From an optimization exercise on the open Yosys and OpenROAD flow, aimed at small area, a short achievable clock period and few clock cycles; shortcuts taken in it are not production practice.
Only simulation tests tie the RTL to the original design; equivalence was not proved.

==> wip/ember: inputs <==
## red_reduce
module red_reduce (
    input  wire        clk,
    input  wire        rst,         
    input  wire        in_valid,
    output reg         in_ready,
    input  wire        in_first,    
    input  wire        in_last,     
    input  wire [7:0]  op,
    input  wire [23:0] p0,
    input  wire [23:0] p1,
    input  wire [23:0] a,
    input  wire        a_ok,
    input  wire [23:0] b,
    input  wire        b_ok,
    output reg         out_valid,
    output wire [23:0] r0,
    output wire [23:0] r1,
    output reg         r_ok,
    output reg         nsat,
    output reg         asat
);
export LEC_CHECK = 0
export CAP_MARGIN = 20
export CORE_MARGIN = 2
export CORE_UTILIZATION = 55
export PLACE_DENSITY = 0.72
export SLEW_MARGIN = 20
create_clock -name core_clock -period 14.0 [get_ports {clk}]
standard.sh (not shown) runs the stock make flow with config.mk's settings and CLKGATE_MAP_FILE= SYNTH_SCRIPT=/design/flow/synth_recipe.tcl, a recipe that flattens the netlist after the stock synthesis.
==> flow/flow/run.sh <==
#!/bin/bash
# Standard layout, with repair_timing aiming for extra setup slack so that the
# achieved period shrinks, and port buffers of an ordinary buffer cell; the
# constraints (SDC, clock period) are the design's.
set -euo pipefail
bash standard.sh "BUFFER_PORTS_ARGS=-buffer_cell sky130_fd_sc_hd__buf_4" SETUP_SLACK_MARGIN=9 finish > orfs_make.log 2>&1
==> wip/nickel (differences from wip/ember) <==
--- a/flow/design.v
+++ b/flow/design.v
@@ -686,15 +686,15 @@
     wire [4:0]  nshift   = {2'd0, sha[4:2]} + {3'd0, sha[1:0]};    
     reg  [6:0]  F_cyc;
     always @(*) begin
         F_cyc = 7'd1;
         if (minv_met || ka == K_COUNT)
             case (ka)
                 K_SUM, K_DOT: F_cyc = {2'd0, nshift} + 7'd2;
-                K_MEAN:       F_cyc = 7'd15;
+                K_MEAN:       F_cyc = 7'd14;
                 K_RMS:        F_cyc = 7'd28;
                 default:      F_cyc = 7'd1;
             endcase
     end
     reg  [9:0]  dv_r;
     reg  [47:0] dv_w;
     reg  [10:0] dv_t;
@@ -712,15 +712,15 @@
     end
     wire [11:0] rnd_d  = {1'b0, R, 1'b0} - {1'b0, C} - {11'd0, !W[0]};
     wire        div_up = !rnd_d[11];
     wire [27:0] sq_t = {X, W[1:0]};
     wire [28:0] sq_d = {1'b0, sq_t} - {3'd0, Y, 2'b01};
     wire [25:0] sq_r = sq_d[28] ? sq_t[25:0] : sq_d[25:0];
     wire [23:0] sq_y = {Y[22:0], !sq_d[28]};
-    wire [26:0] rt_d  = {1'b0, X} - {3'd0, Y} - {26'd0, !sq_en};
+    wire [26:0] rt_d  = {1'b0, X} - {3'd0, Y} - {26'd0, !neg};
     wire        rt_up = !rt_d[26];
     wire        sh4    = X[4:2] != 3'd0;
     wire [47:0] shr_w  = sh4 ? {{4{W[47]}}, W[47:4]} : {W[47], W[47:1]};
     wire        shr_g  = sh4 ? W[3] : W[0];
     wire        shr_s  = X[6] | X[5] | (sh4 ? (|W[2:0]) : 1'b0);
     wire [4:0]  shr_c  = X[4:0] - (sh4 ? 5'd4 : 5'd1);
     wire        n_rnd  = X[5] && (X[6] || W[0]);
@@ -729,15 +729,15 @@
     wire        n_lo   = W[47] && !q_in && !(n_rnd && (&W[47:24]) && !W[23] && (&W[22:0]));
     reg  [23:0] inc_a;
     reg         inc_b;
     always @(*) begin
         case (ph)
             P_RND:   begin
                 inc_a = neg ? ~W[23:0] : W[23:0];
-                inc_b = neg ? !sq_en : sq_en;
+                inc_b = neg ? !div_up : div_up;
             end
             P_ROOT:  begin inc_a = Y;        inc_b = neg; end
             default: begin inc_a = W[23:0];  inc_b = n_rnd; end
         endcase
     end
     wire [24:0] inc = {1'b0, inc_a} + {24'd0, inc_b};
     wire [1:0] pend_n = pend + {1'b0, take && in_last} - {1'b0, cap};
@@ -768,16 +768,16 @@
             if (cap)
                 ph <= (ka == K_COUNT || !minv_met) ? P_OUT :
                       (ka == K_SUM || ka == K_DOT) ? ((sha == 5'd0) ? P_NRW : P_SHR) :
                       (ka == K_MEAN || ka == K_RMS) ? P_DIV : P_OUT;
             else
                 case (ph)
                     P_SHR:  if (shr_c == 5'd0) ph <= P_NRW;
-                    P_DIV:  if (fi == 5'd0) ph <= P_SQL;
-                    P_SQL:  ph <= (fk == K_MEAN) ? P_RND : P_RUP;
+                    P_DIV:  if (fi == 5'd0) ph <= (fk == K_MEAN) ? P_RND : P_SQL;
+                    P_SQL:  ph <= P_RUP;
                     P_RUP:  ph <= P_ROOT;
                     P_NRW, P_RND, P_ROOT: ph <= P_OUT;
                     default: ;
                 endcase
         end
     end
     always @(posedge clk) begin
@@ -837,17 +837,17 @@
                     sq_en <= 1'b1;
                     if (sq_en) begin
                         X <= sq_r;
                         Y <= sq_y;
                     end
                 end
                 P_SQL: begin
-                    X     <= sq_r;
-                    Y     <= sq_y;
-                    sq_en <= div_up;
+                    X   <= sq_r;
+                    Y   <= sq_y;
+                    neg <= div_up;
                 end
                 P_RND: begin
                     r_ok <= 1'b1;
                     W    <= {24'd0, inc[23:0]};
                 end
                 P_RUP: neg <= rt_up;
                 P_ROOT: begin
- CORE_UTILIZATION: 55 -> 40
- PLACE_DENSITY: 0.72 -> not set
==> flow_summary.ini <==
[final_layout]
multi_input_area_mm2 = 0.0271
postLayoutCellArea_mm2 = 0.0454
buf_share_pct = 3.67
inverters = 496

[synth]
synth.area.top_cells = edfxtp_1 18%, fa_1 13%, dfxtp_1 9.9%
synth_top_area_share_pct = 17.7
synth_area_per_cell_um2 = 8.85

[worst_setup_path]
rr_startpoint = f2$_DFF_P_

[run_status]
status = timing/DRC/antenna clean

[place]
dpl.hpwl_um = 85500

[die]
row_count = 101

[sta]
period_needed_ns = 4.84
Source of the figures above: wip/ember

==> flow_summary.ini <==
[run_status]
status = timing/DRC/antenna clean

[final_layout]
multi_input_area_mm2 = 0.0274
buf_share_pct = 3.74
inverters = 506

[synth]
synth_area_per_cell_um2 = 8.85
synth_top_area_share_pct = 17.7
synth.area.top_cells = edfxtp_1 18%, fa_1 13%, dfxtp_1 9.9%

[worst_setup_path]
rr_startpoint = W[0]$_DFFE_PP_

[sta]
period_needed_ns = 4.97

[die]
row_count = 118
Source of the figures above: wip/nickel

Testbench counts of wip/ember, summed over its fixed seeds: cycles 42,289.
Testbench counts of wip/nickel, summed over its fixed seeds: cycles 42,254.

[what the ideal ports hide]
How much do the figures lean on ideal ports? The routed layouts below were timed once more, with nothing changed but the port constraints. Step 1 sets driving cells, clkbuf_16 on the clock port and buf_2 on the other inputs (assumed; they add their load-dependent delay and slew). Step 2 also shifts input and output timing later by t, the mid clock arrival at the registers, as if the neighbouring blocks saw the same clock. Slacks: ideal ports / drivers / drivers and shift; pairs: ideal ports / drivers.
run	shift t [ns]	slack for setup (ns)	worst setup path after step 2
wip/ember	0.683	9.162 / 9.162 / 8.642	input to register
wip/nickel	0.695	9.029 / 9.029 / 8.670	input to register
After both steps every run listed still meets setup and hold. For wip/ember, which loses most, drivers alone change the setup slack by 0.000 ns; drivers and shift together by -0.520 ns.
